Background: an optimization exercise with open tools, aiming at small area, a short achievable clock period and few clock cycles per item. Do not read the settings as production practice.
No functional check of the RTL was part of this run.

### design/flow/flow/run.sh
#!/bin/bash
# The standard layout, with the smallest buffer on the ports.
set -euo pipefail
bash standard.sh BUFFER_PORTS_ARGS="-buffer_cell sky130_fd_sc_hd__buf_1" finish > standard.log 2>&1
### design/flow/standard.sh
#!/bin/bash
# synth_recipe.tcl (not shown) runs the flow's synth.tcl, then flattens the netlist and writes it again
# the make line also repeats each setting of config.mk as NAME=value (left out here)
make -C /OpenROAD-flow-scripts/flow DESIGN_CONFIG=/design/flow/config.mk WORK_HOME=/design/flow/orfs CLKGATE_MAP_FILE= SYNTH_SCRIPT=/design/flow/synth_recipe.tcl "${@:-finish}"
### design/flow/config.mk
export PLATFORM = sky130hd
export DESIGN_NAME = aes128_enc
export DESIGN_NICKNAME = aes128_enc
export VERILOG_FILES = /design/flow/design.v
export SDC_FILE = /design/flow/constraint.sdc
export NUM_CORES = 8
export LEC_CHECK = 0
export CAP_MARGIN = 20
export CORE_MARGIN = 2
export CORE_UTILIZATION = 65
export CTS_BUF_LIST = sky130_fd_sc_hd__clkbuf_8
export CTS_CLUSTER_DIAMETER = 60
export CTS_CLUSTER_SIZE = 16
export SETUP_SLACK_MARGIN = 3.0
export SLEW_MARGIN = 20
export SYNTH_HIERARCHICAL = 1
### design/flow/constraint.sdc
create_clock -name core_clock -period 10.0 [get_ports {clk}]
set_input_delay 2.0000 -clock core_clock [delete_from_list [all_inputs] [get_ports {clk}]]
set_output_delay 2.0000 -clock core_clock [all_outputs]
set_load 0.01 [all_outputs]
### design/flow/design.v
module g_xor2 (input wire a, input wire b, output wire y);
    assign y = a ^ b;
endmodule
module g_xnor2 (input wire a, input wire b, output wire y);
    assign y = ~(a ^ b);
endmodule
module g_nand2 (input wire a, input wire b, output wire y);
    assign y = ~(a & b);
endmodule
module g_and2 (input wire a, input wire b, output wire y);
    assign y = a & b;
endmodule
module g_muxh (input wire s, input wire a, input wire b, output wire y);
    assign y = s ? b : ~a;
endmodule
module aes_sbox (
    input  wire [7:0] a,
    output wire [7:0] y
);
    wire U0 = a[7], U1 = a[6], U2 = a[5], U3 = a[4];
    wire U4 = a[3], U5 = a[2], U6 = a[1], U7 = a[0];
    wire T1, T2, T3, T4, T5, T6, T7, T8, T9, T10, T11, T12, T13, T14, T15, T16, T17, T18, T19, T20, T21, T22, T23, T24, T25, T26, T27, M1, M2, M3, M4, M5, M6, M7, M8, M9, M10, M11, M12, M13, M14, M15, M16, M17, M18, M19, M20, M21, M22, M23, M24, M25, M26, M27, M28, M29, M30, M31, M32, M33, M34, M35, M36, M37, M38, M39, M40, M41, M42, M43, M44, M45, M46, M47, M48, M49, M50, M51, M52, M53, M54, M55, M56, M57, M58, M59, M60, M61, M62, M63, L0, L1, L2, L3, L4, L5, L6, L7, L8, L9, L10, L11, L12, L13, L14, L15, L16, L17, L18, L19, L20, L21, L22, L23, L24, L25, L26, L27, L28, L29, S0, S1, S2, S3, S4, S5, S6, S7;
    g_xor2 g_T1 (.a(U0), .b(U3), .y(T1));
    g_xor2 g_T2 (.a(U0), .b(U5), .y(T2));
    g_xor2 g_T3 (.a(U0), .b(U6), .y(T3));
    g_xor2 g_T4 (.a(U3), .b(U5), .y(T4));
    g_xor2 g_T5 (.a(U4), .b(U6), .y(T5));
    g_xor2 g_T6 (.a(T1), .b(T5), .y(T6));
    g_xor2 g_T7 (.a(U1), .b(U2), .y(T7));
    g_xor2 g_T8 (.a(U7), .b(T6), .y(T8));
    g_xor2 g_T9 (.a(U7), .b(T7), .y(T9));
    g_xor2 g_T10 (.a(T6), .b(T7), .y(T10));
    g_xor2 g_T11 (.a(U1), .b(U5), .y(T11));
    g_xor2 g_T12 (.a(U2), .b(U5), .y(T12));
    g_xor2 g_T13 (.a(T3), .b(T4), .y(T13));
    g_xor2 g_T14 (.a(T6), .b(T11), .y(T14));
    g_xor2 g_T15 (.a(T5), .b(T11), .y(T15));
    g_xor2 g_T16 (.a(T5), .b(T12), .y(T16));
    g_xor2 g_T17 (.a(T9), .b(T16), .y(T17));
    g_xor2 g_T18 (.a(U3), .b(U7), .y(T18));
    g_xor2 g_T19 (.a(T7), .b(T18), .y(T19));
    g_xor2 g_T20 (.a(T1), .b(T19), .y(T20));
    g_xor2 g_T21 (.a(U6), .b(U7), .y(T21));
    g_xor2 g_T22 (.a(T7), .b(T21), .y(T22));
    g_xor2 g_T23 (.a(T2), .b(T22), .y(T23));
    g_xor2 g_T24 (.a(T2), .b(T10), .y(T24));
    g_xor2 g_T25 (.a(T20), .b(T17), .y(T25));
    g_xor2 g_T26 (.a(T3), .b(T16), .y(T26));
    g_xor2 g_T27 (.a(T1), .b(T12), .y(T27));
    g_nand2 g_M1 (.a(T13), .b(T6), .y(M1));
    g_nand2 g_M2 (.a(T23), .b(T8), .y(M2));
    g_xnor2 g_M3 (.a(T14), .b(M1), .y(M3));
    g_nand2 g_M4 (.a(T19), .b(U7), .y(M4));
    g_xor2 g_M5 (.a(M4), .b(M1), .y(M5));
    g_nand2 g_M6 (.a(T3), .b(T16), .y(M6));
    g_nand2 g_M7 (.a(T22), .b(T9), .y(M7));
    g_xnor2 g_M8 (.a(T26), .b(M6), .y(M8));
    g_nand2 g_M9 (.a(T20), .b(T17), .y(M9));
    g_xor2 g_M10 (.a(M9), .b(M6), .y(M10));
    g_nand2 g_M11 (.a(T1), .b(T15), .y(M11));
    g_nand2 g_M12 (.a(T4), .b(T27), .y(M12));
    g_xor2 g_M13 (.a(M12), .b(M11), .y(M13));
    g_nand2 g_M14 (.a(T2), .b(T10), .y(M14));
    g_xor2 g_M15 (.a(M14), .b(M11), .y(M15));
    g_xnor2 g_M16 (.a(M3), .b(M2), .y(M16));
    g_xor2 g_M17 (.a(M5), .b(T24), .y(M17));
    g_xnor2 g_M18 (.a(M8), .b(M7), .y(M18));
    g_xor2 g_M19 (.a(M10), .b(M15), .y(M19));
    g_xor2 g_M20 (.a(M16), .b(M13), .y(M20));
    g_xor2 g_M21 (.a(M17), .b(M15), .y(M21));
    g_xor2 g_M22 (.a(M18), .b(M13), .y(M22));
    g_xor2 g_M23 (.a(M19), .b(T25), .y(M23));
    g_xor2 g_M24 (.a(M22), .b(M23), .y(M24));
    g_nand2 g_M25 (.a(M22), .b(M20), .y(M25));
    g_xnor2 g_M26 (.a(M21), .b(M25), .y(M26));
    g_xor2 g_M27 (.a(M20), .b(M21), .y(M27));
    g_xnor2 g_M28 (.a(M23), .b(M25), .y(M28));
    g_nand2 g_M29 (.a(M28), .b(M27), .y(M29));
    g_nand2 g_M30 (.a(M26), .b(M24), .y(M30));
    g_and2 g_M31 (.a(M20), .b(M23), .y(M31));
    g_nand2 g_M32 (.a(M27), .b(M31), .y(M32));
    g_xnor2 g_M33 (.a(M27), .b(M25), .y(M33));
    g_and2 g_M34 (.a(M21), .b(M22), .y(M34));
    g_nand2 g_M35 (.a(M24), .b(M34), .y(M35));
    g_xnor2 g_M36 (.a(M24), .b(M25), .y(M36));
    g_xnor2 g_M37 (.a(M21), .b(M29), .y(M37));
    g_xnor2 g_M38 (.a(M32), .b(M33), .y(M38));
    g_xnor2 g_M39 (.a(M23), .b(M30), .y(M39));
    g_xnor2 g_M40 (.a(M35), .b(M36), .y(M40));
    g_xor2 g_M41 (.a(M38), .b(M40), .y(M41));
    g_xor2 g_M42 (.a(M37), .b(M39), .y(M42));
    g_xor2 g_M43 (.a(M37), .b(M38), .y(M43));
    g_xor2 g_M44 (.a(M39), .b(M40), .y(M44));
    g_xor2 g_M45 (.a(M42), .b(M41), .y(M45));
    g_nand2 g_M46 (.a(M44), .b(T6), .y(M46));
    g_nand2 g_M47 (.a(M40), .b(T8), .y(M47));
    g_nand2 g_M48 (.a(M39), .b(U7), .y(M48));
    g_nand2 g_M49 (.a(M43), .b(T16), .y(M49));
    g_nand2 g_M50 (.a(M38), .b(T9), .y(M50));
    g_nand2 g_M51 (.a(M37), .b(T17), .y(M51));
    g_nand2 g_M52 (.a(M42), .b(T15), .y(M52));
    g_nand2 g_M53 (.a(M45), .b(T27), .y(M53));
    g_nand2 g_M54 (.a(M41), .b(T10), .y(M54));
    g_nand2 g_M55 (.a(M44), .b(T13), .y(M55));
    g_nand2 g_M56 (.a(M40), .b(T23), .y(M56));
    g_nand2 g_M57 (.a(M39), .b(T19), .y(M57));
    g_nand2 g_M58 (.a(M43), .b(T3), .y(M58));
    g_nand2 g_M59 (.a(M38), .b(T22), .y(M59));
    g_nand2 g_M60 (.a(M37), .b(T20), .y(M60));
    g_nand2 g_M61 (.a(M42), .b(T1), .y(M61));
    g_nand2 g_M62 (.a(M45), .b(T4), .y(M62));
    g_nand2 g_M63 (.a(M41), .b(T2), .y(M63));
    g_xor2 g_L0 (.a(M61), .b(M62), .y(L0));
    g_xor2 g_L1 (.a(M50), .b(M56), .y(L1));
    g_xor2 g_L2 (.a(M46), .b(M48), .y(L2));
    g_xor2 g_L3 (.a(M47), .b(M55), .y(L3));
    g_xor2 g_L4 (.a(M54), .b(M58), .y(L4));
    g_xor2 g_L5 (.a(M49), .b(M61), .y(L5));
    g_xnor2 g_L6 (.a(M62), .b(L5), .y(L6));
    g_xnor2 g_L7 (.a(M46), .b(L3), .y(L7));
    g_xor2 g_L8 (.a(M51), .b(M59), .y(L8));
    g_xor2 g_L9 (.a(M52), .b(M53), .y(L9));
    g_xnor2 g_L10 (.a(M53), .b(L4), .y(L10));
    g_xnor2 g_L11 (.a(M60), .b(L2), .y(L11));
    g_xor2 g_L12 (.a(M48), .b(M51), .y(L12));
    g_xnor2 g_L13 (.a(M50), .b(L0), .y(L13));
    g_xor2 g_L14 (.a(M52), .b(M61), .y(L14));
    g_xnor2 g_L15 (.a(M55), .b(L1), .y(L15));
    g_xnor2 g_L16 (.a(M56), .b(L0), .y(L16));
    g_xnor2 g_L17 (.a(M57), .b(L1), .y(L17));
    g_xnor2 g_L18 (.a(M58), .b(L8), .y(L18));
    g_xnor2 g_L19 (.a(M63), .b(L4), .y(L19));
    g_xor2 g_L20 (.a(L0), .b(L1), .y(L20));
    g_xor2 g_L21 (.a(L1), .b(L7), .y(L21));
    g_xor2 g_L22 (.a(L3), .b(L12), .y(L22));
    g_xor2 g_L23 (.a(L18), .b(L2), .y(L23));
    g_xor2 g_L24 (.a(L15), .b(L9), .y(L24));
    g_xor2 g_L25 (.a(L6), .b(L10), .y(L25));
    g_xor2 g_L26 (.a(L7), .b(L9), .y(L26));
    g_xor2 g_L27 (.a(L8), .b(L10), .y(L27));
    g_xor2 g_L28 (.a(L11), .b(L14), .y(L28));
    g_xor2 g_L29 (.a(L11), .b(L17), .y(L29));
    g_xor2 g_S0 (.a(L6), .b(L24), .y(S0));
    g_xnor2 g_S1 (.a(L16), .b(L26), .y(S1));
    g_xnor2 g_S2 (.a(L19), .b(L28), .y(S2));
    g_xor2 g_S3 (.a(L6), .b(L21), .y(S3));
    g_xor2 g_S4 (.a(L20), .b(L22), .y(S4));
    g_xor2 g_S5 (.a(L25), .b(L29), .y(S5));
    g_xnor2 g_S6 (.a(L13), .b(L27), .y(S6));
    g_xnor2 g_S7 (.a(L6), .b(L23), .y(S7));
    assign y = {S0, S1, S2, S3, S4, S5, S6, S7};
endmodule
module aes_mixcol_ark_n (
    input  wire [31:0] c,
    input  wire [31:0] kn,
    output wire [31:0] mkn
);
    wire [7:0] b [0:3];
    wire [7:0] k [0:3];
    assign b[0] = c[31:24];
    assign b[1] = c[23:16];
    assign b[2] = c[15:8];
    assign b[3] = c[7:0];
    assign k[0] = kn[31:24];
    assign k[1] = kn[23:16];
    assign k[2] = kn[15:8];
    assign k[3] = kn[7:0];
    wire [7:0] p [0:3];
    wire [7:0] x [0:3];
    wire [7:0] e [0:3];
    wire [7:0] f [0:3];
    genvar i, j;
    generate
        for (i = 0; i < 4; i = i + 1) begin : g_b
            for (j = 0; j < 8; j = j + 1) begin : g_p
                g_xor2 u_p (.a(b[i][j]), .b(b[(i + 1) % 4][j]), .y(p[i][j]));
            end
            assign x[i][0] = p[i][7];
            g_xor2 u_x1 (.a(p[i][0]), .b(p[i][7]), .y(x[i][1]));
            assign x[i][2] = p[i][1];
            g_xor2 u_x3 (.a(p[i][2]), .b(p[i][7]), .y(x[i][3]));
            g_xor2 u_x4 (.a(p[i][3]), .b(p[i][7]), .y(x[i][4]));
            assign x[i][7:5] = p[i][6:4];
            for (j = 0; j < 8; j = j + 1) begin : g_q
                g_xnor2 u_e (.a(b[(i + 1) % 4][j]), .b(k[i][j]), .y(e[i][j]));
                g_xor2  u_f (.a(e[i][j]), .b(p[(i + 2) % 4][j]), .y(f[i][j]));
                g_xnor2 u_m (.a(x[i][j]), .b(f[i][j]), .y(mkn[31 - 8 * i - 7 + j]));
            end
        end
    endgenerate
endmodule
module aes128_enc (
    input  wire         clk,
    input  wire         rst,       
    input  wire         start,
    input  wire [127:0] key,
    input  wire [127:0] block,
    output reg          done,
    output wire [127:0] result
);
    reg [127:0] state;
    reg [127:0] kregn;
    reg [3:0]   cnt;      
    reg         idle;
    reg [7:0] rc;
    always @* begin
        if (idle)
            rc = 8'h01;
        else
            case (cnt)
                4'd1: rc = 8'h02;
                4'd2: rc = 8'h04;
                4'd3: rc = 8'h08;
                4'd4: rc = 8'h10;
                4'd5: rc = 8'h20;
                4'd6: rc = 8'h40;
                4'd7: rc = 8'h80;
                4'd8: rc = 8'h1b;
                default: rc = 8'h36;
            endcase
    end
    wire [127:0] sr;
    genvar i, c, r;
    generate
        for (c = 0; c < 4; c = c + 1) begin : g_col
            for (r = 0; r < 4; r = r + 1) begin : g_row
                assign sr[127-8*(r+4*c) -: 8] = state[127-8*(r+4*((c+r)%4)) -: 8];
            end
        end
    endgenerate
    wire [127:0] mkn;
    generate
        for (c = 0; c < 4; c = c + 1) begin : g_mc
            aes_mixcol_ark_n u_mc (.c(sr[127-32*c -: 32]), .kn(kregn[127-32*c -: 32]),
                                   .mkn(mkn[127-32*c -: 32]));
        end
    endgenerate
    wire [127:0] bk, kin, sbin, nstate;
    generate
        for (i = 0; i < 128; i = i + 1) begin : g_ark
            g_xor2 u_bk (.a(block[i]), .b(key[i]), .y(bk[i]));
            g_muxh u_d (.s(idle), .a(mkn[i]), .b(bk[i]), .y(sbin[i]));
            g_muxh u_k (.s(idle), .a(kregn[i]), .b(key[i]), .y(kin[i]));
        end
        for (i = 0; i < 16; i = i + 1) begin : g_sub
            aes_sbox u_sb (.a(sbin[127-8*i -: 8]), .y(nstate[127-8*i -: 8]));
        end
    endgenerate
    wire [31:0] w0 = kin[127:96], w1 = kin[95:64], w2 = kin[63:32], w3 = kin[31:0];
    wire [31:0] sub;
    aes_sbox ks0 (.a(w3[23:16]), .y(sub[31:24]));
    aes_sbox ks1 (.a(w3[15:8]),  .y(sub[23:16]));
    aes_sbox ks2 (.a(w3[7:0]),   .y(sub[15:8]));
    aes_sbox ks3 (.a(w3[31:24]), .y(sub[7:0]));
    wire [31:0] w0r;
    wire [31:0] a01, a012, a0123, n0n, n1n, n2n, n3n;
    assign w0r[23:0] = w0[23:0];
    generate
        for (i = 0; i < 8; i = i + 1) begin : g_rc
            g_xor2 u_rc (.a(w0[24+i]), .b(rc[i]), .y(w0r[24+i]));
        end
        for (i = 0; i < 32; i = i + 1) begin : g_ks
            g_xor2  u_a01 (.a(w0r[i]), .b(w1[i]), .y(a01[i]));
            g_xor2  u_a012 (.a(a01[i]), .b(w2[i]), .y(a012[i]));
            g_xor2  u_a0123 (.a(a012[i]), .b(w3[i]), .y(a0123[i]));
            g_xnor2 u_n0 (.a(w0r[i]), .b(sub[i]), .y(n0n[i]));
            g_xnor2 u_n1 (.a(a01[i]), .b(sub[i]), .y(n1n[i]));
            g_xnor2 u_n2 (.a(a012[i]), .b(sub[i]), .y(n2n[i]));
            g_xnor2 u_n3 (.a(a0123[i]), .b(sub[i]), .y(n3n[i]));
        end
    endgenerate
    generate
        for (i = 0; i < 128; i = i + 1) begin : g_out
            g_xnor2 u_o (.a(sr[i]), .b(kregn[i]), .y(result[i]));
        end
    endgenerate
    always @(posedge clk) begin
        state <= nstate;
        kregn <= {n0n, n1n, n2n, n3n};
    end
    always @(posedge clk) begin
        if (rst) begin
            cnt  <= 4'd0;
            idle <= 1'b1;
            done <= 1'b0;
        end else begin
            done <= !idle && cnt == 4'd9;
            if (start && idle) begin
                cnt  <= 4'd1;
                idle <= 1'b0;
            end else if (!idle) begin
                cnt <= cnt + 4'd1;
                if (cnt == 4'd9)
                    idle <= 1'b1;
            end
        end
    end
endmodule
==> run summary <==
outcome no timing/DRC/antenna violations; most common cell in the netlist xor2_1; TritonCTS Buffers 37; layout cells sized above 1 0.0724; Avg Cell Area, Syn 8.13 µm²; Tcrit/Tclk final 0.680; Total Routed Length 125 mm; register area share after synthesis 0.141; root buf cell clkbuf_8; Clock Skew 58.7 ps; Yosys top cell by area xor2_1; Slew Viols, Final 0; Die X 243 µm; Finished Layout Cells 5644; Vias 30800; Filler Cell Count 4593; WP data required 10470 ps; H-tree depth 2; CTS tree built; DRC viols 0; Pre-antenna DRT Iters 5; Slowest-stage cell, CP xnor2_1; Die Y 243 µm; # placed instances 5574; initial antenna violation count 2; WL/cell 22.2 µm; syn nets 4850; clock-pin slew on the worst setup and hold paths 90 ps; WP data arrival 7270 ps; die area 59300 µm²; antenna viol nets, final 0; FP Rows 87; Setup TNS Final 0 ps; fmax 147 MHz; first-pass GRT wire length 183 mm; IO buf count 387; Worst Path Max Fanout 5; fin nets 5123; clock tree buffer depth 3; HPWL Detailed 106 mm; asr flop ratio synth 0; GRT Total Usage 0.408; GRT overflow 0; Vias/cell 5.45; Synth area leaders xor2_1 45%, xnor2_1 24%, dfxtp_1 14%; Worst Max-Slew Pin Slew 1070 ps; max cap viols 0; Yosys warning total 8; final hold vios 0; Post-synth EDFFs 0; RSZ-0062 raised after global routing true; Primary FF master, synth dfxtp_1; crit path launch type input port; DR iter-0 viols 2771; vias in the first global route 30000; Synth Cell Area 37300 µm²; Crit path max-delay family XOR/XNOR gates; shortest period the worst path allows 6800 ps; most used cell along the critical path xor2_1; post-synthesis cell type count 25; area grow syn2layout 11.4%; Synth top area share 0.446; Buffers & Inverters on Critical Path 1; Max stage delay on crit path 740 ps; Setup Viol. Count Final 0; Hold WS 558 ps; CP Class input port to register; min setup slack post-route 3200 ps; RD Place Congestion 1.07; clk sinks 262; commonest cells in the synthesized netlist 1896 x xor2_1, 1032 x xnor2_1, 899 x nand2_1; worst min path class register to register; Starting Density 0.660; Syn Inst Count 4585; Core ar. 56500 µm²; Slew Limit Headroom 0.284; CP Cell Sequence buf_1 > nand2_1 > o21ai_1 > xor2_1 > xor2_2 > xor2_1 > xor2_1 > xor2_1 > xor2_1 > xor2_1 > nand2_1 > xnor2_1 > xor2_1 > nand2_1 > xor2_1 > xor2_1 > xnor2_1 > xnor2_1; clock latency (worst-skew pair) 670 ps; kind of end point of the critical path register; FF+latch count, synth 262; IO Count 388; Setup WS pre-CTS 2450 ps; largest net degree at the start of global routing 158
==> worst register-to-register path, delay by kind of cell (launching register included) <==
kind                      cells  cell delay (ps)
xor gates and xnor gates     16             5010
and+or+nand+nor               3              420
DFF                           1              610
AOI/OAI and AO/OA             1              540
==> path summary, 6_finish.rpt <==
kind	start	depth (start not counted)	slack [ps]	endpoint
max reg2reg	state[103]	20	3320	state[74]
min reg2reg	cnt[0]	2	560	cnt[3]
max	key[17]	18	3200	kregn[29]
min	cnt[0]	2	560	cnt[3]
==> layout by cell type, fill, tap and decap left out, types with 6 or more instances in the layout <==
cell type	instances
xor2_1	1753
dfxtp_1	261
xnor2_1	921
clkbuf_8	38
a21oi_1	6
inv_1	6
xor2_2	142
nor2_1	7
and2_1	41
clkinv_8	9
o21ai_1	254
buf_1	387
xnor2_2	106
nand2_2	20
nand2_1	879
ha_1	6
==> kinds of logic (layout without fill, tap and decap cells) <==
kind of cell	Yosys count	after routing	share of synthesized area
and+or+nand+nor	956	956	0.0999
adders and majority gates	6	6	0.00201
buffers and inverters	165	467	0.0329
xor gates and xnor gates	2928	2928	0.688
other	0	1	0
AOI/OAI and AO/OA	267	267	0.0361
DFF	262	262	0.141
muxes	1	1	0.000269
==> area by class of cell <==
type	instances	area [µm²]	share of cell area
clock buffer	38	523	0.0126
multi-input combinational	4158	32800	0.791
clock inverter	30	399	0.00961
tap	756	946	0.0228
inverter	4	15.0	0.000362
antenna	1	2.50	0.0000603
timing repair buffer	395	1550	0.0373
sequential	262	5250	0.126
==> metal layers <==
| metal | GRT usage | wire [µm] |
|---|---|---|
| met1 | 0.537 | 51200 |
| met2 | 0.644 | 54900 |
| met3 | 0.0507 | 10900 |
| met4 | 0.238 | 8300 |
| met5 | 0 | 11 |
==> state kept, by name (all words and copies together) (netlist names) <==
name and flops:
done 1, idle 1, cnt 4, kregn 128
state 128
==> modules after synthesis (local to each module, per instance), a selection <==
module	cell area, µm²	cells inside	flip-flops and latches
aes128_enc	5530	305	262
aes_sbox	60.1	8	0
g_and2	6.26	1	0
g_muxh	8.76	2	0
g_nand2	3.75	1	0
g_xnor2	8.76	1	0
g_xor2	8.76	1	0
==> repair_timing <==
item | in CTS | in global routing
hold buffers | 0 | 0
gates resized for setup | 0 | 34
setup endpoints to repair | 0 | 124
hold endpoints to repair | 0 | 0
buffers inserted | 0 | 1
==> stage by stage <==
stage                util  area [µm²]
finish              0.735       41500
global route        0.735       41500
CTS                 0.730       41200
detailed placement  0.713       40300
global placement    0.713       40300
floorplan               -       39000

==> port drivers added, routing unchanged <==
Ports are ideal in the flow. The routed layout listed here was re-timed in OpenROAD. Step 1 sets driving cells, clkbuf_16 on the clock port and buf_2 on the other inputs (assumed; they add their load-dependent delay and slew). Step 2 times the ports against the registers' clock, not the clock port: input delays grow and output delays shrink by t, the midpoint of the rising clock arrivals with the driver on. Three values: no drivers, after step 1, after step 2; two values: the first two.
t (ns): 0.707
setup slack, ns: 3.200 / 3.243 / 2.536
hold WS [ns]: 0.558 / 0.558 / 0.558
clock arrival spread, ns: 0.061 / 0.061
worst slew at a driven data input, ns: 0.07
After both steps this run still meets setup and hold. The setup slack of this run moves by +0.043 ns with the drivers and by -0.664 ns with both steps.
